This is an optimization exercise on Yosys and OpenROAD, whose aim is small area, a short achievable clock period and few clock cycles per item, not a production implementation.
Where RTL was checked, it was by simulation tests only, not by an equivalence proof against the original.
For runs 1 to 3, only the layout was checked, not whether the RTL still works.

File: flow/run.sh
#!/bin/bash
set -euo pipefail
W=$(pwd)
SETUP_MARGIN=6.2
cat > "$W/my_synth.tcl" <<EOT
proc abc {args} {
  set i [lsearch -exact \$args -script]
  if {\$i >= 0} { set args [lreplace \$args \$i [expr {\$i + 1}] -script $W/flow/abc_nf.script] }
  puts "abc with flow/abc_nf.script: \$args"
  yosys abc {*}\$args
}
source $W/synth_recipe.tcl
EOT
bash standard.sh SYNTH_SCRIPT="$W/my_synth.tcl" \
  BUFFER_PORTS_ARGS="-buffer_cell sky130_fd_sc_hd__buf_1" \
  SETUP_SLACK_MARGIN="$SETUP_MARGIN" finish > "$W/standard.log" 2>&1
File: flow/abc_nf.script
strash
&get -n
&fraig -x
&put
scorr
dc2
dretime
strash
&get -n
&dch -f
&nf -R 10
&put
buffer -c
topo
stime -c
upsize -c
dnsize -c
File: standard.sh
#!/bin/bash
# synth_recipe.tcl (not shown) runs the flow's synth.tcl, then flattens the netlist and writes it again
# the make line also repeats each setting of config.mk as NAME=value (left out here)
make -C /OpenROAD-flow-scripts/flow DESIGN_CONFIG=/design/flow/config.mk WORK_HOME=/design/flow/orfs CLKGATE_MAP_FILE= SYNTH_SCRIPT=/design/flow/synth_recipe.tcl "${@:-finish}"
File: config.mk
export PLATFORM = sky130hd
export DESIGN_NAME = xu_aes
export DESIGN_NICKNAME = xu_aes
export VERILOG_FILES = /design/flow/design.v
export SDC_FILE = /design/flow/constraint.sdc
export NUM_CORES = 4
export LEC_CHECK = 0
export ABC_CLOCK_PERIOD_IN_PS = 5000
export CAP_MARGIN = 20
export CORE_MARGIN = 2
export CORE_UTILIZATION = 50
export PLACE_DENSITY = 0.6
export SETUP_SLACK_MARGIN = 5
export SLEW_MARGIN = 20
File: constraint.sdc
create_clock -name core_clock -period 10.0 [get_ports {clk}]
set_input_delay 2.0000 -clock core_clock [delete_from_list [all_inputs] [get_ports {clk}]]
set_output_delay 2.0000 -clock core_clock [all_outputs]
set_load 0.01 [all_outputs]
File: design.v
module xu_aes_sbox_top (
    input  wire [7:0]  a,
    output wire [17:0] m
);
  wire U0, U1, U2, U3, U4, U5, U6, U7;
  assign U0 = a[7];
  assign U1 = a[6];
  assign U2 = a[5];
  assign U3 = a[4];
  assign U4 = a[3];
  assign U5 = a[2];
  assign U6 = a[1];
  assign U7 = a[0];
  wire T1, T2, T3, T4, T5, T6, T7, T8, T9, T10, T11, T12;
  wire T13, T14, T15, T16, T17, T18, T19, T20, T21, T22, T23, T24;
  wire T25, T26, T27, M1, M2, M3, M4, M5, M6, M7, M8, M9;
  wire M10, M11, M12, M13, M14, M15, M16, M17, M18, M19, M20, M21;
  wire M22, M23, M24, M25, M26, M27, M28, M29, M30, M31, M32, M33;
  wire M34, M35, M36, M37, M38, M39, M40, M41, M42, M43, M44, M45;
  wire M46, M47, M48, M49, M50, M51, M52, M53, M54, M55, M56, M57;
  wire M58, M59, M60, M61, M62, M63;
  assign T1 = U0 ^ U3;
  assign T2 = U0 ^ U5;
  assign T3 = U0 ^ U6;
  assign T4 = U3 ^ U5;
  assign T5 = U4 ^ U6;
  assign T6 = T1 ^ T5;
  assign T7 = U1 ^ U2;
  assign T8 = U7 ^ T6;
  assign T9 = U7 ^ T7;
  assign T10 = T6 ^ T7;
  assign T11 = U1 ^ U5;
  assign T12 = U2 ^ U5;
  assign T13 = T3 ^ T4;
  assign T14 = T6 ^ T11;
  assign T15 = T5 ^ T11;
  assign T16 = T5 ^ T12;
  assign T17 = T9 ^ T16;
  assign T18 = U3 ^ U7;
  assign T19 = T7 ^ T18;
  assign T20 = T1 ^ T19;
  assign T21 = U6 ^ U7;
  assign T22 = T7 ^ T21;
  assign T23 = T2 ^ T22;
  assign T24 = T2 ^ T10;
  assign T25 = T20 ^ T17;
  assign T26 = T3 ^ T16;
  assign T27 = T1 ^ T12;
  assign M1 = T13 & T6;
  assign M2 = T23 & T8;
  assign M3 = T14 ^ M1;
  assign M4 = T19 & U7;
  assign M5 = M4 ^ M1;
  assign M6 = T3 & T16;
  assign M7 = T22 & T9;
  assign M8 = T26 ^ M6;
  assign M9 = T20 & T17;
  assign M10 = M9 ^ M6;
  assign M11 = T1 & T15;
  assign M12 = T4 & T27;
  assign M13 = M12 ^ M11;
  assign M14 = T2 & T10;
  assign M15 = M14 ^ M11;
  assign M16 = M3 ^ M2;
  assign M17 = M5 ^ T24;
  assign M18 = M8 ^ M7;
  assign M19 = M10 ^ M15;
  assign M20 = M16 ^ M13;
  assign M21 = M17 ^ M15;
  assign M22 = M18 ^ M13;
  assign M23 = M19 ^ T25;
  assign M24 = M22 ^ M23;
  assign M25 = M22 & M20;
  assign M26 = M21 ^ M25;
  assign M27 = M20 ^ M21;
  assign M28 = M23 ^ M25;
  assign M29 = M28 & M27;
  assign M30 = M26 & M24;
  assign M31 = M20 & M23;
  assign M32 = M27 & M31;
  assign M33 = M27 ^ M25;
  assign M34 = M21 & M22;
  assign M35 = M24 & M34;
  assign M36 = M24 ^ M25;
  assign M37 = M21 ^ M29;
  assign M38 = M32 ^ M33;
  assign M39 = M23 ^ M30;
  assign M40 = M35 ^ M36;
  assign M41 = M38 ^ M40;
  assign M42 = M37 ^ M39;
  assign M43 = M37 ^ M38;
  assign M44 = M39 ^ M40;
  assign M45 = M42 ^ M41;
  assign M46 = M44 & T6;
  assign M47 = M40 & T8;
  assign M48 = M39 & U7;
  assign M49 = M43 & T16;
  assign M50 = M38 & T9;
  assign M51 = M37 & T17;
  assign M52 = M42 & T15;
  assign M53 = M45 & T27;
  assign M54 = M41 & T10;
  assign M55 = M44 & T13;
  assign M56 = M40 & T23;
  assign M57 = M39 & T19;
  assign M58 = M43 & T3;
  assign M59 = M38 & T22;
  assign M60 = M37 & T20;
  assign M61 = M42 & T1;
  assign M62 = M45 & T4;
  assign M63 = M41 & T2;
  assign m[0] = M46;
  assign m[1] = M47;
  assign m[2] = M48;
  assign m[3] = M49;
  assign m[4] = M50;
  assign m[5] = M51;
  assign m[6] = M52;
  assign m[7] = M53;
  assign m[8] = M54;
  assign m[9] = M55;
  assign m[10] = M56;
  assign m[11] = M57;
  assign m[12] = M58;
  assign m[13] = M59;
  assign m[14] = M60;
  assign m[15] = M61;
  assign m[16] = M62;
  assign m[17] = M63;
endmodule
module xu_aes_sbox_bot (
    input  wire [17:0] m,
    output wire [7:0]  y
);
  wire M46, M47, M48, M49, M50, M51, M52, M53, M54, M55, M56, M57, M58, M59, M60, M61, M62, M63;
  assign M46 = m[0];
  assign M47 = m[1];
  assign M48 = m[2];
  assign M49 = m[3];
  assign M50 = m[4];
  assign M51 = m[5];
  assign M52 = m[6];
  assign M53 = m[7];
  assign M54 = m[8];
  assign M55 = m[9];
  assign M56 = m[10];
  assign M57 = m[11];
  assign M58 = m[12];
  assign M59 = m[13];
  assign M60 = m[14];
  assign M61 = m[15];
  assign M62 = m[16];
  assign M63 = m[17];
  wire L0, L1, L2, L3, L4, L5, L6, L7, L8, L9, L10, L11;
  wire L12, L13, L14, L15, L16, L17, L18, L19, L20, L21, L22, L23;
  wire L24, L25, L26, L27, L28, L29;
  assign L0 = M61 ^ M62;
  assign L1 = M50 ^ M56;
  assign L2 = M46 ^ M48;
  assign L3 = M47 ^ M55;
  assign L4 = M54 ^ M58;
  assign L5 = M49 ^ M61;
  assign L6 = M62 ^ L5;
  assign L7 = M46 ^ L3;
  assign L8 = M51 ^ M59;
  assign L9 = M52 ^ M53;
  assign L10 = M53 ^ L4;
  assign L11 = M60 ^ L2;
  assign L12 = M48 ^ M51;
  assign L13 = M50 ^ L0;
  assign L14 = M52 ^ M61;
  assign L15 = M55 ^ L1;
  assign L16 = M56 ^ L0;
  assign L17 = M57 ^ L1;
  assign L18 = M58 ^ L8;
  assign L19 = M63 ^ L4;
  assign L20 = L0 ^ L1;
  assign L21 = L1 ^ L7;
  assign L22 = L3 ^ L12;
  assign L23 = L18 ^ L2;
  assign L24 = L15 ^ L9;
  assign L25 = L6 ^ L10;
  assign L26 = L7 ^ L9;
  assign L27 = L8 ^ L10;
  assign L28 = L11 ^ L14;
  assign L29 = L11 ^ L17;
  assign y[7] = L6 ^ L24;
  assign y[6] = ~(L16 ^ L26);
  assign y[5] = ~(L19 ^ L28);
  assign y[4] = L6 ^ L21;
  assign y[3] = L20 ^ L22;
  assign y[2] = L25 ^ L29;
  assign y[1] = ~(L13 ^ L27);
  assign y[0] = ~(L6 ^ L23);
endmodule
module xu_aes_sbox (
    input  wire [7:0] a,
    output wire [7:0] y
);
  wire [17:0] m;
  xu_aes_sbox_top u_top (.a(a), .m(m));
  xu_aes_sbox_bot u_bot (.m(m), .y(y));
endmodule
module xu_aes (
    input  wire         clk,
    input  wire         rst,         
    input  wire         in_valid,
    output wire         in_ready,
    input  wire         in_key256,   
    input  wire [255:0] in_key,
    input  wire [127:0] in_block,
    output reg          out_valid,
    output wire [127:0] out_data
);
  function [7:0] xtime;
    input [7:0] b;
    xtime = {b[6:0], 1'b0} ^ (b[7] ? 8'h1b : 8'h00);
  endfunction
  localparam NC = 1;
  reg [NC-1:0] q_act;      
  reg [NC-1:0] q_k256;
  reg  [3:0]  q_rnd;       
  reg  [7:0]  q_rcon;
  reg         q_rot;       
  reg [127:0] q_state;
  reg [127:0] q_ka;        
  reg [127:0] q_kb;        
  reg         p_act;
  reg [NC-1:0] p_k256;
  reg  [3:0]  p_rnd;       
  reg [NC-1:0] p_last;     
  reg [NC-1:0] p_cont;     
  reg  [7:0]  p_rcon;
  reg         p_rot;
  reg [287:0] p_m;         
  reg  [71:0] p_km;        
  reg [127:0] p_ka;
  reg [127:0] p_kb;
  reg [127:0] r_out;       
  assign out_data = r_out;
  genvar gi;
  wire order_ok = !q_act[0] || !q_k256[0] || (q_rnd >= 4'd4);
  reg  r_ready;
  assign in_ready = r_ready;
  wire       lastq0     = q_k256[0] ? (q_rnd == 4'd13) : (q_rnd == 4'd9);
  wire       p_cont_n   = q_act[0] && !lastq0;
  wire       q_act_n    = p_cont[0] || (in_valid && order_ok);
  wire       q_k256_n   = p_cont[0] ? p_k256[0] : in_key256;
  wire [3:0] q_rnd_n    = p_cont[0] ? p_rnd : 4'd0;
  wire       order_ok_n = !q_act_n || !q_k256_n || (q_rnd_n >= 4'd4);
  always @(posedge clk) begin
    if (rst)
      r_ready <= 1'b1;
    else
      r_ready <= !p_cont_n && order_ok_n;
  end
  wire [127:0] act_w, k256_w, last_w;
  generate
    for (gi = 0; gi < 128; gi = gi + 1) begin : g_ctl
      assign act_w[gi]  = p_cont[gi * NC / 128];
      assign k256_w[gi] = p_k256[gi * NC / 128];
      assign last_w[gi] = p_last[gi * NC / 128];
    end
  endgenerate
  wire [287:0] m_nxt;
  wire  [71:0] km_nxt;
  generate
    for (gi = 0; gi < 16; gi = gi + 1) begin : g_sa
      xu_aes_sbox_top u_top (.a(q_state[8*gi +: 8]), .m(m_nxt[18*gi +: 18]));
    end
    for (gi = 0; gi < 4; gi = gi + 1) begin : g_ka
      xu_aes_sbox_top u_top (.a(q_kb[96 + 8*gi +: 8]), .m(km_nxt[18*gi +: 18]));
    end
  endgenerate
  always @(posedge clk) begin
    if (rst)
      p_act <= 1'b0;
    else
      p_act <= q_act[0];
    p_k256 <= q_k256;
    p_rnd  <= q_rnd + 4'd1;
    p_last <= (q_k256 & {NC{q_rnd == 4'd13}}) | (~q_k256 & {NC{q_rnd == 4'd9}});
    if (rst)
      p_cont <= {NC{1'b0}};
    else
      p_cont <= q_act & ~((q_k256 & {NC{q_rnd == 4'd13}}) | (~q_k256 & {NC{q_rnd == 4'd9}}));
    p_rcon <= q_rcon;
    p_rot  <= q_rot;
    p_m    <= m_nxt;
    p_km   <= km_nxt;
    p_ka   <= q_ka;
    p_kb   <= q_kb;
  end
  wire [127:0] sb;
  wire  [31:0] ksub;
  generate
    for (gi = 0; gi < 16; gi = gi + 1) begin : g_sb
      xu_aes_sbox_bot u_bot (.m(p_m[18*gi +: 18]), .y(sb[8*gi +: 8]));
    end
    for (gi = 0; gi < 4; gi = gi + 1) begin : g_kb
      xu_aes_sbox_bot u_bot (.m(p_km[18*gi +: 18]), .y(ksub[8*gi +: 8]));
    end
  endgenerate
  wire [127:0] sr;
  generate
    for (gi = 0; gi < 16; gi = gi + 1) begin : g_shift
      assign sr[8*gi +: 8] = sb[8*((gi + 4*(gi % 4)) % 16) +: 8];
    end
  endgenerate
  wire [127:0] mx;
  generate
    for (gi = 0; gi < 4; gi = gi + 1) begin : g_mix
      wire [7:0] a0 = sr[32*gi +: 8];
      wire [7:0] a1 = sr[32*gi + 8 +: 8];
      wire [7:0] a2 = sr[32*gi + 16 +: 8];
      wire [7:0] a3 = sr[32*gi + 24 +: 8];
      wire [7:0] t  = a0 ^ a1 ^ a2 ^ a3;
      assign mx[32*gi +: 8]      = t ^ xtime(a0 ^ a1);
      assign mx[32*gi + 8 +: 8]  = t ^ xtime(a1 ^ a2);
      assign mx[32*gi + 16 +: 8] = t ^ xtime(a2 ^ a3);
      assign mx[32*gi + 24 +: 8] = t ^ xtime(a3 ^ a0);
    end
  endgenerate
  wire [31:0]  kw_rot  = {ksub[7:0], ksub[31:8]};
  wire [31:0]  rc      = {24'd0, p_rot ? p_rcon : 8'd0};
  wire [31:0]  k0      = p_ka[31:0] ^ rc;
  wire [31:0]  k1      = k0 ^ p_ka[63:32];
  wire [31:0]  k2      = k1 ^ p_ka[95:64];
  wire [31:0]  k3      = k2 ^ p_ka[127:96];
  wire [31:0]  kw_t    = p_rot ? kw_rot : ksub;
  wire [127:0] knext   = {k3, k2, k1, k0} ^ {4{kw_t}};
  wire [127:0] k128    = {k3, k2, k1, k0} ^ {4{kw_rot}};
  wire [127:0] rkey    = (k256_w & p_kb) | (~k256_w & k128);
  wire [127:0] round_out = sr ^ (mx & ~last_w) ^ rkey;
  wire [127:0] state_nxt = (act_w & round_out) | (~act_w & (in_block ^ in_key[127:0]));
  wire [127:0] kb_in  = {in_key256 ? in_key[255:224] : in_key[127:96], in_key[223:128]};
  integer c;
  always @(posedge clk) begin
    for (c = 0; c < NC; c = c + 1) begin
      if (rst)
        q_act[c] <= 1'b0;
      else
        q_act[c] <= p_cont[c] || (in_valid && order_ok);
      q_k256[c] <= p_cont[c] ? p_k256[c] : in_key256;
    end
    if (rst)
      out_valid <= 1'b0;
    else
      out_valid <= p_act && p_last[0];
    q_state <= state_nxt;
    r_out   <= round_out;
    q_ka    <= (act_w & rkey) | (~act_w & in_key[127:0]);
    q_kb    <= (act_w & knext) | (~act_w & kb_in);
    if (p_cont[0]) begin
      q_rnd  <= p_rnd;
      q_rcon <= p_rot ? xtime(p_rcon) : p_rcon;
      q_rot  <= !p_k256[0] || !p_rot;
    end else begin
      q_rnd  <= 4'd0;
      q_rcon <= 8'h01;
      q_rot  <= 1'b1;
    end
  end
endmodule
==> results of run 1 <==
layer usage:
layer	global-route usage	part of all wire
met4	0.121	0.042
met5	0	0.00016
met1	0.436	0.45
met2	0.505	0.45
met3	0.0373	0.060
worst max-delay path by stage:
stage	startpoint	endpoint	slack [ns]	cells past startpoint
CTS	q_state[97]$_DFF_P_	p_m[232]$_DFF_P_	6.21	12
finish	p_ka[20]$_DFF_P_	q_state[84]$_DFF_P_	6.26	8
floorplan	q_state[127]$_DFF_P_	p_m[286]$_DFF_P_	6.62	14
global route	q_state[106]$_DFF_P_	p_m[249]$_DFF_P_	6.17	12
detailed placement	p_rot$_DFF_P_	q_state[69]$_DFF_P_	5.97	12
global placement	p_rot$_DFF_P_	q_state[69]$_DFF_P_	6.07	12
Yosys cell counts (all sizes together) (4+ instances only):
cell / instances / area, sq um
xor3: 6 / 143
a21oi: 367 / 1840
mux2i: 68 / 681
ha: 42 / 526
xor2: 783 / 7270
buf: 38 / 144
and2: 50 / 315
inv: 107 / 402
nor2b: 60 / 375
o21ai: 319 / 1600
xnor2: 1602 / 14800
nand2: 335 / 1260
o211a: 12 / 120
a31oi: 4 / 25.0
nor2: 870 / 3290
o22a: 7 / 61.3
o22ai: 24 / 163
a21boi: 17 / 128
xnor3: 11 / 249
a21o: 9 / 67.6
dfxtp: 1162 / 23300
nand2b: 25 / 171
a211o: 27 / 236
mux2: 55 / 631
and3: 8 / 50.1
nand3: 13 / 65.1
clkbuf: 107 / 409
o211ai: 6 / 45.0
o21bai: 19 / 143
or2: 10 / 67.6
o21a: 8 / 60.1
a22o: 6 / 52.6
cell families (layout without fill, tap and decap cells):
logic type / after synthesis / after routing / share of synthesized area
compound gates: 840 / 840 / 0.0794
xor+xnor: 2402 / 2402 / 0.382
fa+ha+maj: 42 / 42 / 0.00893
buf+inv: 252 / 919 / 0.0162
flops: 1162 / 1162 / 0.395
mux: 123 / 123 / 0.0223
other cells: 0 / 3 / 0
simple gates: 1378 / 1378 / 0.0958
worst max-delay path, delay by kind of cell (launching register included):
| family | cells | cell delay (ns) |
|---|---|---|
| DFF | 1 | 0.37 |
| and+or+nand+nor | 1 | 0.10 |
| muxes | 1 | 0.66 |
| AOI/OAI and AO/OA | 1 | 0.25 |
| xor gates and xnor gates | 5 | 2.17 |
registers in the layout, indices dropped and copies added, names as in the netlist, 4 cells and up:
signal,cells
p_m,288
p_ka,128
p_kb,128
q_ka,128
q_kb,128
q_state,128
r_out,128
p_km,72
p_rcon,8
q_rcon,8
p_rnd,4
q_rnd,4
timing repair:
action / in CTS / in global routing
buffers inserted: 0 / 10
pin swaps: 0 / 5
endpoints found under the setup margin: 14 / 110
hold buffers: 0 / 0
resized for setup: 8 / 68
endpoints found under the hold margin: 0 / 0
through the flow:
stage               cell area, sq um  utilization  hold WS, ns
floorplan                      58900            -        0.310
global placement               62700        0.538        0.310
detailed placement             62700        0.538        0.312
CTS                            67100        0.576        0.314
global route                   67600        0.581        0.323
finish                         67600        0.581        0.322
cell type report:
cell class	count	share of cell area
Multi-Input combinational cell	4785	0.521
Inverter	107	0.00594
Antenna cell	3	0.000111
Sequential cell	1162	0.344
Clock buffer	155	0.0496
Tap cell	1524	0.0282
Clock inverter	73	0.0143
Timing Repair Buffer	584	0.0367
==> impl_metrics.toml, run 1 <==
[global_route]
vias_in_the_first_global_route = 41800
number_of_antenna_violations_at_the_first_check_in_global_routing = 5
grt_start_max_net_pins = 177
global_route_wire_length_before_repair_mm = 278
globalRoute.totalOverflow = 0
grt.total_usage = 0.316

[worst_setup_path]
worstSetupPathType = "flop to flop"
worstSetupStartpointType = "flop"
worst_setup_path_end_kind = "flop"
crit_required_ns = 10.56
worst_path_largest_cell_delay_ns = 0.93
endpoint_of_the_worst_slack_reg_to_reg_timing_path = "q_state[84]$_DFF_P_"
timing.critical_path.mode_cell = "sky130_fd_sc_hd__xor2_1"
r2r_slack_ns = 6.26
worstPathArrival_ns = 4.30
path_cells = "xnor2_1 > xor2_1 > xor2_1 > mux2i_1 > xor2_1 > xnor2_1 > nand2_1 > o21ai_0"
crit_path_max_fanout = 4
critical_path.reg2reg.startpoint = "p_ka[20]$_DFF_P_"
cell_at_the_slowest_stage_of_the_critical_path = "sky130_fd_sc_hd__xnor2_1"
number_of_cell_instances_on_the_worst_register_to_register_path = 8

[placed_design]
dp.final_hpwl_mm = 160
detailedPlace.worstSlack_ns = 5.97
finalWeightedCongestion = 0.974
dp.cells = 8152
portBuffers = 517

[floorplanning]
floorplan.die.height_um = 347
row_count = 125
floorplan.initialDensity = 0.505
top_level_ports = 518
floorplan.die_area_sq_mm = 0.120
die_width_um = 347
core_area_sq_mm = 0.117

[detailed_routing]
drc_errors = 0
drtPass1Iterations = 6
postRouteWirelength_mm = 197
route.vias.total = 43000
drtIter0Drc = 3620
antenna_violating_nets_post_route = 0
avgViaCountPerCell = 5.12
wl_per_cell_um = 23.4

[synthesis]
yosys_warnings = 1
ys.flop_type = "sky130_fd_sc_hd__dfxtp_1"
synthesis.instances = 6199
share_of_synthesized_area_occupied_by_flip_flops_and_latches = 0.395
synthDistinctLibCells = 64
synthesized_area_sq_mm = 0.0589
yosys_register_bits = 1162
synth.net_count = 6629
postSynth.asyncResetShare = 0
post_synth.cell_area_avg_sq_um = 9.49
synth_enable_flop_cells = 0

[final_layout]
finalNetCount = 7191
final_layout_size_suffix_gt1_frac = 0.0862
final_common_cell = "sky130_fd_sc_hd__xnor2_1"
ff_latch_area_sq_mm = 0.0233
multi_input_area_sq_mm = 0.0352
area_delta_synth_final_pct = 14.9
layoutNonFillerInstCount = 8393
layout.cells.most_common_list = "sky130_fd_sc_hd__xnor2_1 (1442), sky130_fd_sc_hd__dfxtp_1 (1153), sky130_fd_sc_hd__nor2_1 (865)"
final_layout_fill_cell_count = 10400

[timing]
postLayoutSetupSlackWorst_ns = 6.26
totalNegativeSetupSlack_ns = 0
setup_viol = 0
slew_headroom = 0.210
period_share = 0.374
hold_violations = 0
timing.clock.skew_ns = 0.0234
max_freq_mhz = 267
worstMarginPinSlew_ns = 1.18
rsz0062_at_grt = "false"
min_period_ns = 3.74
final-max-slew-violation-count = 0

[hold_path]
min_delay_worst_endpoint = "p_ka[71]$_DFF_P_"
hold_depth = 0
hold_path.startpoint = "q_ka[71]$_DFF_P_"
min-delay-path-class = "flop to flop"

[clock_tree]
cts_tree = "done"
total_number_of_h_tree_levels = 3
tritoncts_num_sinks = 1162
clock_tree.root_cell = "sky130_fd_sc_hd__clkbuf_16"
clockBufferDepth = 3
cts-buffers-inserted = 121
worst_skew_pair.late_latency_ns = 0.74
worst_setup_hold_path_clk_slew_ns = 0.06

[job]
cap_violations = 0

[run_status]
run_status = "finished clean"
==> run 2, diff against run 1 <==
--- a/flow/run.sh
+++ b/flow/run.sh
@@ -1,7 +1,7 @@
 #!/bin/bash
 set -euo pipefail
 W=$(pwd)
-SETUP_MARGIN=6.2
+SETUP_MARGIN=6.5
 cat > "$W/my_synth.tcl" <<EOT
 proc abc {args} {
   set i [lsearch -exact \$args -script]
--- a/config.mk
+++ b/config.mk
@@ -9,6 +9,8 @@
 export CAP_MARGIN = 20
 export CORE_MARGIN = 2
 export CORE_UTILIZATION = 50
+export CTS_BUF_LIST = sky130_fd_sc_hd__clkbuf_8
+export CTS_CLUSTER_SIZE = 20
 export PLACE_DENSITY = 0.6
 export SETUP_SLACK_MARGIN = 5
 export SLEW_MARGIN = 20
==> impl_metrics.toml, run 2 <==
[floorplanning]
top_level_ports = 518
floorplan.die.height_um = 347
floorplan.initialDensity = 0.505
core_area_sq_mm = 0.117
floorplan.die_area_sq_mm = 0.120
die_width_um = 347
row_count = 125

[hold_path]
min-delay-path-class = "flop to flop"

[global_route]
globalRoute.totalOverflow = 0
vias_in_the_first_global_route = 42400
grt.total_usage = 0.320
global_route_wire_length_before_repair_mm = 281
grt_start_max_net_pins = 177
number_of_antenna_violations_at_the_first_check_in_global_routing = 13

[timing]
timing.clock.skew_ns = 0.0416
max_freq_mhz = 277
worstMarginPinSlew_ns = 1.24
hold_violations = 0
slew_headroom = 0.169
totalNegativeSetupSlack_ns = 0
min_period_ns = 3.61
period_share = 0.361
setup_viol = 0
final-max-slew-violation-count = 0
rsz0062_at_grt = "true"

[clock_tree]
clockBufferDepth = 3
tritoncts_num_sinks = 1162
worst_setup_hold_path_clk_slew_ns = 0.06
clock_tree.root_cell = "sky130_fd_sc_hd__clkbuf_8"
worst_skew_pair.late_latency_ns = 0.91
total_number_of_h_tree_levels = 4
cts-buffers-inserted = 191
cts.hold.buffers_added = 0
cts_tree = "done"

[synthesis]
yosys_warnings = 1
synthMuxAreaShare = 0.0223
synthDistinctLibCells = 64
yosysMostFrequentCell = "sky130_fd_sc_hd__xnor2_1"
synth.net_count = 6629
synth_compound_gate_area_share = 0.0794
yosys.area_share.simple = 0.0958
synthDominantAreaCellType = "sky130_fd_sc_hd__dfxtp_1"
synth_fa_ha_area_frac = 0.00893
synth_top_family_by_area = "XOR/XNOR gates"
synthesis.instances = 6199
synth_xor_area_frac = 0.382
ys.flop_type = "sky130_fd_sc_hd__dfxtp_1"
yosys_register_bits = 1162
top_cell_types_by_occurrence_after_synthesis = "sky130_fd_sc_hd__xnor2_1 (1502), sky130_fd_sc_hd__dfxtp_1 (1162), sky130_fd_sc_hd__nor2_1 (865), sky130_fd_sc_hd__xor2_1 (733), sky130_fd_sc_hd__a21oi_1 (367)"
synth_enable_flop_cells = 0
postSynth.asyncResetShare = 0
top_area_cells_in_the_synthesized_netlist = "sky130_fd_sc_hd__dfxtp_1 (40%), sky130_fd_sc_hd__xnor2_1 (22%), sky130_fd_sc_hd__xor2_1 (11%)"
share_of_synthesized_area_occupied_by_flip_flops_and_latches = 0.395
synthesized_area_sq_mm = 0.0589
post_synth.cell_area_avg_sq_um = 9.49
synthDominantCellAreaShare = 0.395

[final_layout]
area_delta_synth_final_pct = 17.7
layout.cells.most_common_list = "sky130_fd_sc_hd__xnor2_1 (1336), sky130_fd_sc_hd__dfxtp_1 (1106), sky130_fd_sc_hd__nor2_1 (864)"
registers.top_by_ff_count = "p_m"
finalNetCount = 7298
final_layout_size_suffix_gt1_frac = 0.132
max_reg_flops = 288
final_common_cell = "sky130_fd_sc_hd__xnor2_1"

[worst_setup_path]
critical_path.reg2reg.startpoint = "p_ka[20]$_DFF_P_"
crit_path_max_fanout = 4
r2r_slack_ns = 6.39
endpoint_of_the_worst_slack_reg_to_reg_timing_path = "q_state[84]$_DFF_P_"
worstSetupStartpointType = "flop"
number_of_cell_instances_on_the_worst_register_to_register_path = 8
worstSetupPathType = "flop to flop"
timing.critical_path.to = "q_state[84]$_DFF_P_"
worst_setup_path_end_kind = "flop"
timing.critical_path.from = "p_ka[20]$_DFF_P_"
worstPathArrival_ns = 4.34
crit_required_ns = 10.74

[detailed_routing]
drc_errors = 0
postRouteWirelength_mm = 200
wl_per_cell_um = 23.4
avgViaCountPerCell = 5.14
drtIter0Drc = 3691
drtPass1Iterations = 6
route.vias.total = 43900
antenna_violating_nets_post_route = 0

[job]
cap_violations = 0

[placed_design]
finalWeightedCongestion = 0.974
portBuffers = 517
dp.final_hpwl_mm = 160

[run_status]
run_status = "finished clean"
==> run 2: worst max-delay path: stages, from the launching register on <==
cell	delay, ns
sky130_fd_sc_hd__dfxtp_1	0.37
sky130_fd_sc_hd__xnor2_1	0.98
sky130_fd_sc_hd__xor2_1	0.33
sky130_fd_sc_hd__xor2_1	0.25
sky130_fd_sc_hd__mux2i_1	0.63
sky130_fd_sc_hd__xor2_1	0.23
sky130_fd_sc_hd__xnor2_2	0.32
sky130_fd_sc_hd__nand2_1	0.09
sky130_fd_sc_hd__o21ai_0	0.24
==> run 2: timing repair <==
item | in CTS | in global routing
pin swaps | 9 | 36
resized for setup | 135 | 216
buffers inserted | 10 | 36
gates cloned | 0 | 1
setup endpoints to repair | 179 | 244
endpoints found under the hold margin | 0 | 0
==> run 2: layer usage <==
metal  GRT usage  share of wire  up-vias
li1            -              -    21100
met1       0.436           0.44    20900
met5           0        0.00022        -
met4       0.129          0.043        6
met2       0.508           0.45     1568
met3      0.0491          0.067      312
==> run 2: how the worst min path moves through the flow <==
stage / start / to / depth (start not counted)
2_1_floorplan: q_ka[0]$_DFF_P_ / p_ka[0]$_DFF_P_ / 0
3_3_place_gp: q_kb[31]$_DFF_P_ / p_kb[31]$_DFF_P_ / 0
3_5_place_dp: q_ka[29]$_DFF_P_ / p_ka[29]$_DFF_P_ / 0
4_1_cts: q_kb[52]$_DFF_P_ / p_kb[52]$_DFF_P_ / 0
5_1_grt: q_kb[52]$_DFF_P_ / p_kb[52]$_DFF_P_ / 0
6_report: q_kb[27]$_DFF_P_ / p_kb[27]$_DFF_P_ / 0
==> run 2: cells by family (layout without fill, tap and decap cells) <==
logic type / count (synthesis) / in the layout
adder cells (fa/ha/maj): 42 / 42
AO/OA/AOI/OAI: 840 / 840
flip-flops: 1162 / 1162
XOR/XNOR: 2402 / 2402
AND/OR/NAND/NOR: 1378 / 1378
other: 0 / 4
multiplexers: 123 / 123
buffers and inverters: 252 / 1068
==> run 2: layout make-up <==
class / instances / area (sq um)
repair buffers: 621 / 2820
clock inverters: 97 / 769
clock buffers: 243 / 3340
inverters: 107 / 402
fillers: 10300 / 47200
flip-flops and latches: 1162 / 23400
multi-input cells: 4785 / 36700
diodes: 4 / 10.0
well taps: 1524 / 1910
==> run 2: through the flow <==
step / worst slack (ns) / hold WS (ns) / area (sq um) / cells / util
floorplan: 6.62 / 0.310 / 58900 / 6199 / -
global placement: 6.07 / 0.310 / 62700 / 8151 / 0.538
detailed placement: 5.97 / 0.312 / 62700 / 8152 / 0.538
CTS: 6.41 / 0.275 / 67600 / 8502 / 0.581
global route: 6.38 / 0.297 / 69300 / 8541 / 0.595
finish: 6.39 / 0.301 / 69300 / 8543 / 0.595
==> run 3, diff against run 2 <==
--- a/design.v
+++ b/design.v
@@ -329,8 +329,7 @@
   wire [31:0]  k3      = k2 ^ p_ka[127:96];
   wire [31:0]  kw_t    = p_rot ? kw_rot : ksub;
   wire [127:0] knext   = {k3, k2, k1, k0} ^ {4{kw_t}};
-  wire [127:0] k128    = {k3, k2, k1, k0} ^ {4{kw_rot}};
-  wire [127:0] rkey    = (k256_w & p_kb) | (~k256_w & k128);
+  wire [127:0] rkey    = (k256_w & p_kb) | (~k256_w & knext);
   wire [127:0] round_out = sr ^ (mx & ~last_w) ^ rkey;
   wire [127:0] state_nxt = (act_w & round_out) | (~act_w & (in_block ^ in_key[127:0]));
   wire [127:0] kb_in  = {in_key256 ? in_key[255:224] : in_key[127:96], in_key[223:128]};
--- a/config.mk
+++ b/config.mk
@@ -9,8 +9,6 @@
 export CAP_MARGIN = 20
 export CORE_MARGIN = 2
 export CORE_UTILIZATION = 50
-export CTS_BUF_LIST = sky130_fd_sc_hd__clkbuf_8
-export CTS_CLUSTER_SIZE = 20
 export PLACE_DENSITY = 0.6
 export SETUP_SLACK_MARGIN = 5
 export SLEW_MARGIN = 20
==> impl_metrics.toml, run 3 <==
[final_layout]
max_reg_flops = 288
final_common_cell = "sky130_fd_sc_hd__dfxtp_1"
registers.top_by_ff_count = "p_m"
area_delta_synth_final_pct = 24.0
layoutNonFillerInstCount = 8129
final_layout_size_suffix_gt1_frac = 0.167
layout.cells.most_common_list = "sky130_fd_sc_hd__dfxtp_1 (1107), sky130_fd_sc_hd__xnor2_1 (1076), sky130_fd_sc_hd__nor2_1 (811)"
finalNetCount = 6955

[worst_setup_path]
worstSetupStartpointType = "flop"
worst_setup_path_end_kind = "flop"
crit_required_ns = 10.67
crit_path_max_fanout = 3
worstSetupPathType = "flop to flop"
worstPathArrival_ns = 4.19

[synthesis]
top_cell_types_by_occurrence_after_synthesis = "sky130_fd_sc_hd__xnor2_1 (1334), sky130_fd_sc_hd__dfxtp_1 (1162), sky130_fd_sc_hd__nor2_1 (814), sky130_fd_sc_hd__xor2_1 (749), sky130_fd_sc_hd__a21oi_1 (403)"
ys.flop_type = "sky130_fd_sc_hd__dfxtp_1"
synth_enable_flop_cells = 0
post_synth.cell_area_avg_sq_um = 9.76
yosysMostFrequentCell = "sky130_fd_sc_hd__xnor2_1"
yosys_warnings = 1
synthDominantAreaCellType = "sky130_fd_sc_hd__dfxtp_1"
share_of_synthesized_area_occupied_by_flip_flops_and_latches = 0.408
synthesized_area_sq_mm = 0.0570
postSynth.asyncResetShare = 0
synthesis.instances = 5843
synthDistinctLibCells = 57
synthDominantCellAreaShare = 0.408
yosys_register_bits = 1162
synth.net_count = 6273
top_area_cells_in_the_synthesized_netlist = "sky130_fd_sc_hd__dfxtp_1 (41%), sky130_fd_sc_hd__xnor2_1 (20%), sky130_fd_sc_hd__xor2_1 (12%)"

[floorplanning]
floorplan.die_area_sq_mm = 0.117
core_area_sq_mm = 0.113
row_count = 123
top_level_ports = 518
floorplan.initialDensity = 0.505
floorplan.die.height_um = 342
die_width_um = 342

[timing]
period_share = 0.352
timing.clock.skew_ns = 0.0328
min_period_ns = 3.52
max_freq_mhz = 284
hold_violations = 0
slew_headroom = 0.296
final-max-slew-violation-count = 0
totalNegativeSetupSlack_ns = 0
worstMarginPinSlew_ns = 1.06
setup_viol = 0
rsz0062_at_grt = "true"

[clock_tree]
total_number_of_h_tree_levels = 4
clockBufferDepth = 3
cts_tree = "done"
tritoncts_num_sinks = 1162
cts.hold.buffers_added = 0
worst_skew_pair.late_latency_ns = 0.76
clock_tree.root_cell = "sky130_fd_sc_hd__clkbuf_16"
worst_setup_hold_path_clk_slew_ns = 0.07
cts-buffers-inserted = 130

[hold_path]
min-delay-path-class = "flop to flop"

[detailed_routing]
avgViaCountPerCell = 5.18
postRouteWirelength_mm = 188
drtPass1Iterations = 6
wl_per_cell_um = 23.1
drtIter0Drc = 3640
drc_errors = 0
route.vias.total = 42100
antenna_violating_nets_post_route = 0

[placed_design]
portBuffers = 517
dp.cells = 7736
finalWeightedCongestion = 0.979
dp.final_hpwl_mm = 147

[global_route]
globalRoute.busiestLayer = "met2"
global_route_wire_length_before_repair_mm = 268
met3_usage = 0.0391
globalRoute.totalOverflow = 0
number_of_antenna_violations_at_the_first_check_in_global_routing = 8
grtUsageMet1 = 0.436
grt_start_max_net_pins = 174
grt.total_usage = 0.312
vias_in_the_first_global_route = 41000
gr-usage-met2 = 0.499

[job]
cap_violations = 0

[run_status]
run_status = "finished clean"
## run 3: changes by cell type after synthesis, sizes merged, moves of 16 or more
cell / delta
nor2: -54
xnor2: -228
a21oi: +40
o21ai: -51
nand2: -93
mux2: +31
a21boi: -16
a211o: -26
nor2b: +33
inv: -28
xnor3: +60
## run 3: cell type report
type	count	area [sq um]
diodes	2	5.00
clock buffers	176	3740
clock inverters	58	762
fillers	9439	42100
inverters	79	302
multi-input cells	4455	37200
flip-flops and latches	1162	23300
well taps	1500	1880
repair buffers	697	3450
## run 3: kinds of logic after synthesis
logic type      count (synthesis)  share of synthesized area
fa+ha+maj                      42                    0.00922
flops                        1162                      0.408
mux                           145                     0.0276
compound gates                778                     0.0732
buf+inv                       226                     0.0153
xor+xnor                     2244                      0.377
simple gates                 1246                     0.0901
## run 3: stage by stage
stage | utilization | hold WS, ns | cell area, sq um | setup WS [ns]
CTS | 0.599 | 0.304 | 67600 | 6.20
finish | 0.627 | 0.301 | 70700 | 6.48
floorplan | - | 0.310 | 57000 | 6.51
detailed placement | 0.536 | 0.312 | 60500 | 5.60
global placement | 0.536 | 0.310 | 60500 | 5.58
global route | 0.627 | 0.308 | 70700 | 6.34
## run 3: per-layer routing
metal  vias up  routed length, um
li1      20000                  -
met5         -                 34
met3       279              11600
met4         6               6550
met2      1511              86100
met1     20300              83500
## run 3: what timing repair did
| item | CTS | global route |
|---|---|---|
| resized for setup | 289 | 361 |
| pin swaps | 39 | 89 |
| setup endpoints to repair | 354 | 281 |
| setup buffers | 58 | 99 |
## run 3: path summary, 6_finish.rpt
check                   start                  end  slack (ns)  cells past startpoint
max          p_km[54]$_DFF_P_  q_state[28]$_DFF_P_        6.48                     12
min          q_ka[14]$_DFF_P_     p_ka[14]$_DFF_P_        0.30                      0
max reg2reg  p_km[54]$_DFF_P_  q_state[28]$_DFF_P_        6.48                     12
min reg2reg  q_ka[14]$_DFF_P_     p_ka[14]$_DFF_P_        0.30                      0
## run 3: critical path, cell delays in order (launching register included)
cell,delay (ns)
sky130_fd_sc_hd__dfxtp_2,0.36
sky130_fd_sc_hd__xnor3_1,0.45
sky130_fd_sc_hd__xnor3_2,0.48
sky130_fd_sc_hd__mux2i_4,0.19
sky130_fd_sc_hd__xnor2_2,0.14
sky130_fd_sc_hd__buf_4,0.19
sky130_fd_sc_hd__buf_4,0.13
sky130_fd_sc_hd__nor2_1,0.03
sky130_fd_sc_hd__a21oi_1,0.48
sky130_fd_sc_hd__xnor2_1,0.21
sky130_fd_sc_hd__xor2_1,0.53
sky130_fd_sc_hd__nand2_1,0.15
sky130_fd_sc_hd__o21ai_0,0.10
==> run 4, diff against run 3 <==
--- a/design.v
+++ b/design.v
@@ -254,12 +254,11 @@
     else
       r_ready <= !p_cont_n && order_ok_n;
   end
-  wire [127:0] act_w, k256_w, last_w;
+  wire [127:0] act_w, k256_w;
   generate
     for (gi = 0; gi < 128; gi = gi + 1) begin : g_ctl
       assign act_w[gi]  = p_cont[gi * NC / 128];
       assign k256_w[gi] = p_k256[gi * NC / 128];
-      assign last_w[gi] = p_last[gi * NC / 128];
     end
   endgenerate
   wire [287:0] m_nxt;
@@ -330,7 +329,8 @@
   wire [31:0]  kw_t    = p_rot ? kw_rot : ksub;
   wire [127:0] knext   = {k3, k2, k1, k0} ^ {4{kw_t}};
   wire [127:0] rkey    = (k256_w & p_kb) | (~k256_w & knext);
-  wire [127:0] round_out = sr ^ (mx & ~last_w) ^ rkey;
+  wire [127:0] last_out  = sr ^ rkey;
+  wire [127:0] round_out = last_out ^ mx;
   wire [127:0] state_nxt = (act_w & round_out) | (~act_w & (in_block ^ in_key[127:0]));
   wire [127:0] kb_in  = {in_key256 ? in_key[255:224] : in_key[127:96], in_key[223:128]};
   integer c;
@@ -347,7 +347,7 @@
     else
       out_valid <= p_act && p_last[0];
     q_state <= state_nxt;
-    r_out   <= round_out;
+    r_out   <= last_out;
     q_ka    <= (act_w & rkey) | (~act_w & in_key[127:0]);
     q_kb    <= (act_w & knext) | (~act_w & kb_in);
     if (p_cont[0]) begin
==> impl_metrics.toml, run 4 <==
[clock_tree]
clock_tree.root_cell = "sky130_fd_sc_hd__clkbuf_16"
worst_setup_hold_path_clk_slew_ns = 0.06
tritoncts_num_sinks = 1162
total_number_of_h_tree_levels = 3
cts_tree = "done"
worst_skew_pair.late_latency_ns = 0.71
cts-buffers-inserted = 119
clockBufferDepth = 3
cts.hold.buffers_added = 0

[timing]
period_share = 0.353
hold_violations = 0
rsz0062_at_grt = "true"
timing.clock.skew_ns = 0.0198
setup_viol = 0
min_period_ns = 3.53
final-max-slew-violation-count = 0
worstMarginPinSlew_ns = 1.03
slew_headroom = 0.316
totalNegativeSetupSlack_ns = 0
max_freq_mhz = 283

[synthesis]
synth_enable_flop_cells = 0
top_area_cells_in_the_synthesized_netlist = "sky130_fd_sc_hd__dfxtp_1 (42%), sky130_fd_sc_hd__xnor2_1 (22%), sky130_fd_sc_hd__xor2_1 (11%)"
synth.net_count = 6166
synthDominantAreaCellType = "sky130_fd_sc_hd__dfxtp_1"
yosys_warnings = 1
top_cell_types_by_occurrence_after_synthesis = "sky130_fd_sc_hd__xnor2_1 (1417), sky130_fd_sc_hd__dfxtp_1 (1162), sky130_fd_sc_hd__nor2_1 (816), sky130_fd_sc_hd__xor2_1 (734), sky130_fd_sc_hd__a21oi_1 (414)"
yosys_register_bits = 1162
synthDominantCellAreaShare = 0.415
synthDistinctLibCells = 53
postSynth.asyncResetShare = 0
yosysMostFrequentCell = "sky130_fd_sc_hd__xnor2_1"
synthesis.instances = 5736
post_synth.cell_area_avg_sq_um = 9.76
ys.flop_type = "sky130_fd_sc_hd__dfxtp_1"
synthesized_area_sq_mm = 0.0560
share_of_synthesized_area_occupied_by_flip_flops_and_latches = 0.415

[floorplanning]
row_count = 122
floorplan.initialDensity = 0.505
die_width_um = 339
top_level_ports = 518
core_area_sq_mm = 0.111
floorplan.die_area_sq_mm = 0.115
floorplan.die.height_um = 339

[worst_setup_path]
critical_path.reg2reg.startpoint = "p_km[16]$_DFF_P_"
path_cells = "xnor3_2 > xnor3_1 > mux2i_1 > xnor2_1 > buf_4 > xor2_1 > nor2_1 > a21oi_1 > xor2_1 > xnor2_1 > nand2_1 > o21ai_0"
r2r_slack_ns = 6.47
endpoint_of_the_worst_slack_reg_to_reg_timing_path = "q_state[96]$_DFF_P_"
cell_at_the_slowest_stage_of_the_critical_path = "sky130_fd_sc_hd__xnor3_2"
crit_required_ns = 10.56
worst_path_largest_cell_delay_ns = 0.51
number_of_cell_instances_on_the_worst_register_to_register_path = 12
worst_setup_path_end_kind = "flop"
combined_buffer_and_inverter_count_along_the_critical_path = 1
worstSetupStartpointType = "flop"
crit_path_max_fanout = 4
worstSetupPathType = "flop to flop"
worstPathArrival_ns = 4.09
cp_delay_by_family_top = "XOR/XNOR gates"

[global_route]
global_route_wire_length_before_repair_mm = 264
grt.total_usage = 0.313
number_of_antenna_violations_at_the_first_check_in_global_routing = 8
grt_start_max_net_pins = 175
globalRoute.totalOverflow = 0
vias_in_the_first_global_route = 40000

[final_layout]
final_layout_size_suffix_gt1_frac = 0.131
registers.top_by_ff_count = "p_m"
final_common_cell = "sky130_fd_sc_hd__xnor2_1"
finalInstanceArea_sq_mm = 0.0677
area_delta_synth_final_pct = 20.9
layout.cells.most_common_list = "sky130_fd_sc_hd__xnor2_1 (1219), sky130_fd_sc_hd__dfxtp_1 (1093), sky130_fd_sc_hd__nor2_1 (815)"
finalNetCount = 6781
max_reg_flops = 288
layoutNonFillerInstCount = 7940

[detailed_routing]
drc_errors = 0
wl_per_cell_um = 23.5
antenna_violating_nets_post_route = 0
postRouteWirelength_mm = 187
avgViaCountPerCell = 5.15
route.vias.total = 40900
drtIter0Drc = 3505
drtPass1Iterations = 6

[hold_path]
min_delay_worst_endpoint = "p_kb[59]$_DFF_P_"
hold_path.startpoint = "q_kb[59]$_DFF_P_"
min-delay-path-class = "flop to flop"
hold_depth = 0

[placed_design]
dp.final_hpwl_mm = 150
finalWeightedCongestion = 0.979
portBuffers = 517
dp.cells = 7631
detailed_place.area_sq_mm = 0.0595

[job]
cap_violations = 0

[run_status]
run_status = "finished clean"
## run 4: per-stage QoR
stage	hold WS (ns)	utilization	worst slack [ns]
after floorplan	0.310	-	6.51
after global placement	0.310	0.537	5.71
after detailed placement	0.312	0.537	5.69
after CTS	0.310	0.590	6.38
after global routing	0.321	0.611	6.37
final	0.318	0.611	6.47
## run 4: area by class of cell
cell class                      count  area, sq um
Clock inverter                     62          758
Timing Repair Buffer              631         2930
Inverter                           78          295
Multi-Input combinational cell   4359        35000
Antenna cell                        1         2.50
Sequential cell                  1162        23400
Clock buffer                      159         3420
Tap cell                         1488         1860
Fill cell                        9515        43200
## run 4: how the worst max path moves through the flow
stage                              startpoint                    to  slack (ns)  depth (start not counted)
final                        p_km[16]$_DFF_P_   q_state[96]$_DFF_P_        6.47                         12
after global routing          p_km[0]$_DFF_P_  q_state[100]$_DFF_P_        6.37                         13
after CTS                    p_km[18]$_DFF_P_  q_state[106]$_DFF_P_        6.38                         11
after detailed placement     p_km[69]$_DFF_P_  q_state[120]$_DFF_P_        5.69                         10
after global placement       p_km[69]$_DFF_P_  q_state[120]$_DFF_P_        5.71                         10
after floorplan           q_state[47]$_DFF_P_      p_m[106]$_DFF_P_        6.51                         14
## run 4: cells by family after synthesis
kind of cell | Yosys count | share of synthesized area
simple gates | 1218 | 0.0896
flops | 1162 | 0.415
compound gates | 743 | 0.0723
fa+ha+maj | 42 | 0.00939
xor+xnor | 2268 | 0.382
buf+inv | 215 | 0.0146
mux | 88 | 0.0170
## run 4: metal layers
layer | vias to the layer above | share of wire | wire (um) | GRT usage
met5 | - | 0.00022 | 42 | 0
met4 | 6 | 0.047 | 8800 | 0.138
met3 | 317 | 0.063 | 11700 | 0.0393
met2 | 1461 | 0.45 | 84800 | 0.496
met1 | 19600 | 0.44 | 81600 | 0.428
li1 | 19500 | - | - | -
## run 4: what timing repair did
item | CTS | global route
pin swaps | 32 | 49
setup buffers | 36 | 51
endpoints found under the setup margin | 283 | 273
resized for setup | 222 | 308
Testbench counts of run 4, summed over its fixed seeds: cycles 24,800, blocks 2,048.
==> run 5, diff against run 4 <==
--- a/flow/run.sh
+++ b/flow/run.sh
@@ -1,7 +1,7 @@
 #!/bin/bash
 set -euo pipefail
 W=$(pwd)
-SETUP_MARGIN=6.5
+SETUP_MARGIN=6.7
 cat > "$W/my_synth.tcl" <<EOT
 proc abc {args} {
   set i [lsearch -exact \$args -script]
==> impl_metrics.toml, run 5 <==
[run_status]
run_status = "finished clean"

[job]
cap_violations = 0

[worst_setup_path]
cell_at_the_slowest_stage_of_the_critical_path = "sky130_fd_sc_hd__xnor3_2"
path_cells = "xnor3_2 > xnor2_2 > xnor3_2 > buf_6 > mux2i_4 > xnor3_2 > buf_12 > xor2_4 > xnor2_2 > mux2_4 > xnor2_4 > xnor2_2 > a21oi_2"
worstSetupStartpointType = "flop"
crit_path_max_fanout = 3
worstPathArrival_ns = 4.00
timing.critical_path.from = "p_km[34]$_DFF_P_"
worst_path_largest_cell_delay_ns = 0.48
worstSetupPathType = "flop to flop"
crit_required_ns = 10.57
worst_setup_path_end_kind = "flop"
critical_path.reg2reg.startpoint = "p_km[34]$_DFF_P_"
combined_buffer_and_inverter_count_along_the_critical_path = 2
cp_delay_by_family_top = "XOR/XNOR gates"

[clock_tree]
clockBufferDepth = 3
cts_tree = "done"
clock_tree.root_cell = "sky130_fd_sc_hd__clkbuf_16"
cts-buffers-inserted = 118
total_number_of_h_tree_levels = 3
worst_skew_pair.late_latency_ns = 0.72
worst_setup_hold_path_clk_slew_ns = 0.07
tritoncts_num_sinks = 1162

[floorplanning]
top_level_ports = 518
floorplan.die_area_sq_mm = 0.115
core_area_sq_mm = 0.111
row_count = 122
die_width_um = 339
floorplan.die.height_um = 339
floorplan.initialDensity = 0.505

[detailed_routing]
route.vias.total = 41600
drc_errors = 0
avgViaCountPerCell = 5.11
postRouteWirelength_mm = 189
antenna_violating_nets_post_route = 0
drtIter0Drc = 3254
drtPass1Iterations = 5
wl_per_cell_um = 23.2

[final_layout]
final_common_cell = "sky130_fd_sc_hd__xnor2_1"
finalNetCount = 6971
final_layout_fill_cell_count = 9033
finalCoreUtilization = 0.654
multi_input_area_sq_mm = 0.0378
layout.cells.most_common_list = "sky130_fd_sc_hd__xnor2_1 (1094), sky130_fd_sc_hd__dfxtp_1 (1019), sky130_fd_sc_hd__nor2_1 (804)"
layoutNonFillerInstCount = 8134
max_reg_flops = 288
area_delta_synth_final_pct = 29.4
registers.top_by_ff_count = "p_m"
ff_latch_area_sq_mm = 0.0235
final_layout_size_suffix_gt1_frac = 0.215

[global_route]
number_of_antenna_violations_at_the_first_check_in_global_routing = 11
grt.total_usage = 0.312
grt_start_max_net_pins = 164
globalRoute.totalOverflow = 0
global_route_wire_length_before_repair_mm = 264
vias_in_the_first_global_route = 40300

[timing]
setup_viol = 0
max_freq_mhz = 292
worstMarginPinSlew_ns = 1.10
slew_headroom = 0.267
period_share = 0.343
hold_violations = 0
final-max-slew-violation-count = 0
rsz0062_at_grt = "true"
totalNegativeSetupSlack_ns = 0
min_period_ns = 3.43
timing.clock.skew_ns = 0.0274

[synthesis]
ys.flop_type = "sky130_fd_sc_hd__dfxtp_1"
yosys_register_bits = 1162
synthDominantCellAreaShare = 0.415
postSynth.asyncResetShare = 0
top_area_cells_in_the_synthesized_netlist = "sky130_fd_sc_hd__dfxtp_1 (42%), sky130_fd_sc_hd__xnor2_1 (22%), sky130_fd_sc_hd__xor2_1 (11%)"
synth_enable_flop_cells = 0
synthDistinctLibCells = 53
yosysMostFrequentCell = "sky130_fd_sc_hd__xnor2_1"
post_synth.cell_area_avg_sq_um = 9.76
synthesized_area_sq_mm = 0.0560
synthesis.instances = 5736
synthDominantAreaCellType = "sky130_fd_sc_hd__dfxtp_1"
yosys_warnings = 1
top_cell_types_by_occurrence_after_synthesis = "sky130_fd_sc_hd__xnor2_1 (1417), sky130_fd_sc_hd__dfxtp_1 (1162), sky130_fd_sc_hd__nor2_1 (816), sky130_fd_sc_hd__xor2_1 (734), sky130_fd_sc_hd__a21oi_1 (414)"
synth.net_count = 6166
share_of_synthesized_area_occupied_by_flip_flops_and_latches = 0.415

[placed_design]
finalWeightedCongestion = 0.970
portBuffers = 517
dp.final_hpwl_mm = 148
dp.cells = 7633

[hold_path]
hold_path.startpoint = "q_kb[46]$_DFF_P_"
min-delay-path-class = "flop to flop"
[run 5: cell types whose count changed in the layout (fill, tap and decap cells not counted), sizes merged]
cell | before | now
clkinvlp | 13 | 9
buf | 630 | 821
clkbuf | 160 | 159
diode | 1 | 3
inv | 87 | 85
bufinv | 14 | 19
clkinv | 26 | 29
[run 5: per-layer routing]
metal	vias to the layer above	global-route usage	share of wire
li1	19900	-	-
met1	19900	0.422	0.43
met2	1485	0.503	0.46
met3	328	0.0450	0.066
met4	8	0.127	0.045
met5	-	0	0.00023
[run 5: cell families (layout without fill, tap and decap cells)]
family / Yosys count / after routing / share of synthesized area
AOI/OAI and AO/OA: 743 / 743 / 0.0723
xor gates and xnor gates: 2268 / 2268 / 0.382
adders and majority gates: 42 / 42 / 0.00939
buffers and inverters: 215 / 1122 / 0.0146
DFF: 1162 / 1162 / 0.415
muxes: 88 / 88 / 0.0170
other: 0 / 3 / 0
and+or+nand+nor: 1218 / 1218 / 0.0896
[run 5: area by class of cell]
class                   instances  share of cell area
well taps                    1488              0.0257
repair buffers                822              0.0642
multi-input cells            4359               0.522
flip-flops and latches       1162               0.325
inverters                      78             0.00408
clock buffers                 158              0.0459
diodes                          3            0.000104
clock inverters                64              0.0126
[run 5: worst paths after layout]
kind                                       endpoint  slack, ns  cells after the start
worst max-delay path            q_state[98]$_DFF_P_       6.57                     13
worst min-delay path               p_kb[46]$_DFF_P_       0.32                      0
worst max register to register  q_state[98]$_DFF_P_       6.57                     13
worst min register to register     p_kb[46]$_DFF_P_       0.32                      0
[run 5: what timing repair did]
action,4_1_cts,5_1_grt
cloned,0,1
buffers inserted,123,151
pin swaps,122,203
hold buffers,0,0
resized for setup,587,517
setup endpoints to repair,536,339
[run 5: per-stage QoR]
step                setup WS, ns  cell area [sq um]  hold WS [ns]
global route                6.49              72400         0.323
floorplan                   6.70              56000         0.310
finish                      6.57              72400         0.318
CTS                         6.49              68200         0.314
detailed placement          5.67              59600         0.312
global placement            5.71              59600         0.310
==> run 6, diff against run 5 <==
--- a/flow/run.sh
+++ b/flow/run.sh
@@ -1,7 +1,7 @@
 #!/bin/bash
 set -euo pipefail
 W=$(pwd)
-SETUP_MARGIN=6.7
+SETUP_MARGIN=6.5
 cat > "$W/my_synth.tcl" <<EOT
 proc abc {args} {
   set i [lsearch -exact \$args -script]
--- a/config.mk
+++ b/config.mk
@@ -9,6 +9,8 @@
 export CAP_MARGIN = 20
 export CORE_MARGIN = 2
 export CORE_UTILIZATION = 50
+export CTS_BUF_LIST = sky130_fd_sc_hd__clkbuf_8
+export CTS_CLUSTER_SIZE = 20
 export PLACE_DENSITY = 0.6
 export SETUP_SLACK_MARGIN = 5
 export SLEW_MARGIN = 20
==> impl_metrics.toml, run 6 <==
[timing]
worstMarginPinSlew_ns = 1.00
totalNegativeSetupSlack_ns = 0
finalHoldWorstSlack_ns = 0.297
timing.clock.skew_ns = 0.0493
period_share = 0.353
max_freq_mhz = 283
min_period_ns = 3.53
hold_violations = 0
setup_viol = 0
final-max-slew-violation-count = 0
slew_headroom = 0.325
rsz0062_at_grt = "true"

[detailed_routing]
postRouteWirelength_mm = 188
route.vias.total = 41300
wl_per_cell_um = 23.3
avgViaCountPerCell = 5.12
drtIter0Drc = 3321
antenna_violating_nets_post_route = 0
drtPass1Iterations = 5
drc_errors = 0

[synthesis]
synth.net_count = 6166
synthMuxAreaShare = 0.0170
share_of_synthesized_area_occupied_by_flip_flops_and_latches = 0.415
yosys.area_share.simple = 0.0896
yosys_register_bits = 1162
top_cell_types_by_occurrence_after_synthesis = "sky130_fd_sc_hd__xnor2_1 (1417), sky130_fd_sc_hd__dfxtp_1 (1162), sky130_fd_sc_hd__nor2_1 (816), sky130_fd_sc_hd__xor2_1 (734), sky130_fd_sc_hd__a21oi_1 (414)"
synthDistinctLibCells = 53
yosys_warnings = 1
top_area_cells_in_the_synthesized_netlist = "sky130_fd_sc_hd__dfxtp_1 (42%), sky130_fd_sc_hd__xnor2_1 (22%), sky130_fd_sc_hd__xor2_1 (11%)"
synth_fa_ha_area_frac = 0.00939
synth_enable_flop_cells = 0
postSynth.asyncResetShare = 0
synth_compound_gate_area_share = 0.0723
synthesized_area_sq_mm = 0.0560
yosysMostFrequentCell = "sky130_fd_sc_hd__xnor2_1"
post_synth.cell_area_avg_sq_um = 9.76
synthDominantCellAreaShare = 0.415
ys.flop_type = "sky130_fd_sc_hd__dfxtp_1"
synth_top_family_by_area = "XOR/XNOR gates"
synth_xor_area_frac = 0.382
synthesis.instances = 5736
synthDominantAreaCellType = "sky130_fd_sc_hd__dfxtp_1"

[clock_tree]
total_number_of_h_tree_levels = 4
cts_tree = "done"
tritoncts_num_sinks = 1162
cts.hold.buffers_added = 0
worst_setup_hold_path_clk_slew_ns = 0.07
cts-buffers-inserted = 188
clockBufferDepth = 3
clock_tree.root_cell = "sky130_fd_sc_hd__clkbuf_8"
worst_skew_pair.late_latency_ns = 0.87

[floorplanning]
floorplan.die_area_sq_mm = 0.115
floorplan.die.height_um = 339
core_area_sq_mm = 0.111
die_width_um = 339
row_count = 122
top_level_ports = 518
floorplan.initialDensity = 0.505

[hold_path]
min-delay-path-class = "flop to flop"
hold_depth = 0

[placed_design]
finalWeightedCongestion = 0.979
dp.cells = 7631
dp.final_hpwl_mm = 150
portBuffers = 517

[final_layout]
registers.top_by_ff_count = "p_m"
multi_input_area_sq_mm = 0.0352
final_common_cell = "sky130_fd_sc_hd__xnor2_1"
layoutNonFillerInstCount = 8066
max_reg_flops = 288
finalNetCount = 6860
final_layout_size_suffix_gt1_frac = 0.148
area_delta_synth_final_pct = 21.1
final_layout_fill_cell_count = 9660
ff_latch_area_sq_mm = 0.0234
layout.cells.most_common_list = "sky130_fd_sc_hd__xnor2_1 (1217), sky130_fd_sc_hd__dfxtp_1 (1077), sky130_fd_sc_hd__nor2_1 (815)"

[worst_setup_path]
worstPathArrival_ns = 4.24
worstSetupPathType = "flop to flop"
critical_path.reg2reg.startpoint = "p_km[54]$_DFF_P_"
worst_setup_path_end_kind = "flop"
r2r_slack_ns = 6.47
timing.critical_path.to = "q_state[88]$_DFF_P_"
worstSetupStartpointType = "flop"
timing.critical_path.from = "p_km[54]$_DFF_P_"
number_of_cell_instances_on_the_worst_register_to_register_path = 11
worst_path_largest_cell_delay_ns = 0.58
cell_at_the_slowest_stage_of_the_critical_path = "sky130_fd_sc_hd__xor3_2"
path_cells = "xnor3_1 > xnor3_2 > o21ai_4 > xor3_2 > xor2_4 > buf_4 > nor2_1 > a21oi_1 > xor2_2 > xnor2_1 > o21ai_0"
crit_path_max_fanout = 3
endpoint_of_the_worst_slack_reg_to_reg_timing_path = "q_state[88]$_DFF_P_"
crit_required_ns = 10.71

[global_route]
grt.total_usage = 0.315
vias_in_the_first_global_route = 40500
global_route_wire_length_before_repair_mm = 265
grt_start_max_net_pins = 175
number_of_antenna_violations_at_the_first_check_in_global_routing = 7
globalRoute.totalOverflow = 0

[run_status]
run_status = "finished clean"

[job]
cap_violations = 0
==> run 6: cell counts after synthesis <==
No cell type changed its count.
==> run 6: cell families after synthesis <==
logic type      Yosys count
buf+inv                 215
fa+ha+maj                42
flops                  1162
mux                      88
compound gates          743
simple gates           1218
xor+xnor               2268
==> run 6: what timing repair did <==
action,in CTS,in global routing
buffers inserted,40,57
pin swaps,36,75
endpoints found under the setup margin,297,270
gates resized for setup,256,336
endpoints found under the hold margin,0,0
==> run 6: how the worst min path moves through the flow <==
| stage | startpoint | to | slack, ns |
|---|---|---|---|
| after floorplan | q_ka[0]$_DFF_P_ | p_ka[0]$_DFF_P_ | 0.31 |
| after global placement | q_kb[42]$_DFF_P_ | p_kb[42]$_DFF_P_ | 0.31 |
| after detailed placement | q_ka[18]$_DFF_P_ | p_ka[18]$_DFF_P_ | 0.31 |
| after CTS | q_kb[87]$_DFF_P_ | p_kb[87]$_DFF_P_ | 0.29 |
| after global routing | q_ka[87]$_DFF_P_ | p_ka[87]$_DFF_P_ | 0.31 |
| final | q_kb[87]$_DFF_P_ | p_kb[87]$_DFF_P_ | 0.30 |
==> run 6: layer usage <==
metal  track usage  up-vias  wire length, um  share of wire
li1              -    19700                -              -
met1         0.425    19800            82300           0.44
met2         0.499     1466            85600           0.46
met3        0.0504      320            11700          0.062
met4         0.141        6             8260          0.044
met5             0        -               41        0.00022
==> run 6: final cells by class <==
| cell class | instances | share of cell area |
|---|---|---|
| Inverter | 78 | 0.00436 |
| Timing Repair Buffer | 641 | 0.0450 |
| Clock buffer | 234 | 0.0475 |
| Tap cell | 1488 | 0.0275 |
| Clock inverter | 100 | 0.0118 |
| Antenna cell | 4 | 0.000148 |
| Sequential cell | 1162 | 0.345 |
| Multi-Input combinational cell | 4359 | 0.519 |
==> run 6: critical path: cells and delay by family, from the launching register on <==
family          cells  cell delay [ns]
compound gates      3             0.67
xor+xnor            6             2.13
buf+inv             1             0.18
flops               1             0.36
simple gates        1             0.04
==> run 6: stage by stage <==
step / instance area (sq um) / setup slack, ns / utilization
final: 67800 / 6.47 / 0.612
after detailed placement: 59500 / 5.69 / 0.537
after global placement: 59500 / 5.71 / 0.537
after CTS: 65400 / 6.41 / 0.590
after floorplan: 56000 / 6.51 / -
after global routing: 67800 / 6.39 / 0.612

==> separate check: timing with driven ports <==
Ports are ideal in the flow. The routed layouts listed here were re-timed in OpenROAD.
Step 1 (the two cells are an assumption about what drives the block):
set clk [get_ports {clk}]
set_driving_cell -lib_cell sky130_fd_sc_hd__clkbuf_16 $clk
set_driving_cell -lib_cell sky130_fd_sc_hd__buf_2 [delete_from_list [all_inputs] $clk]
Step 2 also shifts input and output timing later by t, the mid clock arrival at the registers, as if the neighbouring blocks saw the same clock.
a / b / c = ideal ports / drivers / drivers and shift; a / b = the first two.
run	shift t [ns]	slack for setup (ns)	worst setup path at the end	pins driven straight from the clock port
run 1	0.804	6.255 / 6.255 / 6.255	register to register	1
run 2	0.968	6.395 / 6.395 / 6.300	input to register	1
run 3	0.822	6.481 / 6.481 / 6.214	input to register	1
run 4	0.778	6.465 / 6.465 / 6.361	input to register	1
run 5	0.788	6.574 / 6.574 / 6.127	input to register	1
run 6	0.927	6.467 / 6.467 / 6.373	input to register	1
After both steps every run listed still meets setup and hold. For run 5, which loses most, drivers alone change the setup slack by 0.000 ns; drivers and shift together by -0.447 ns.
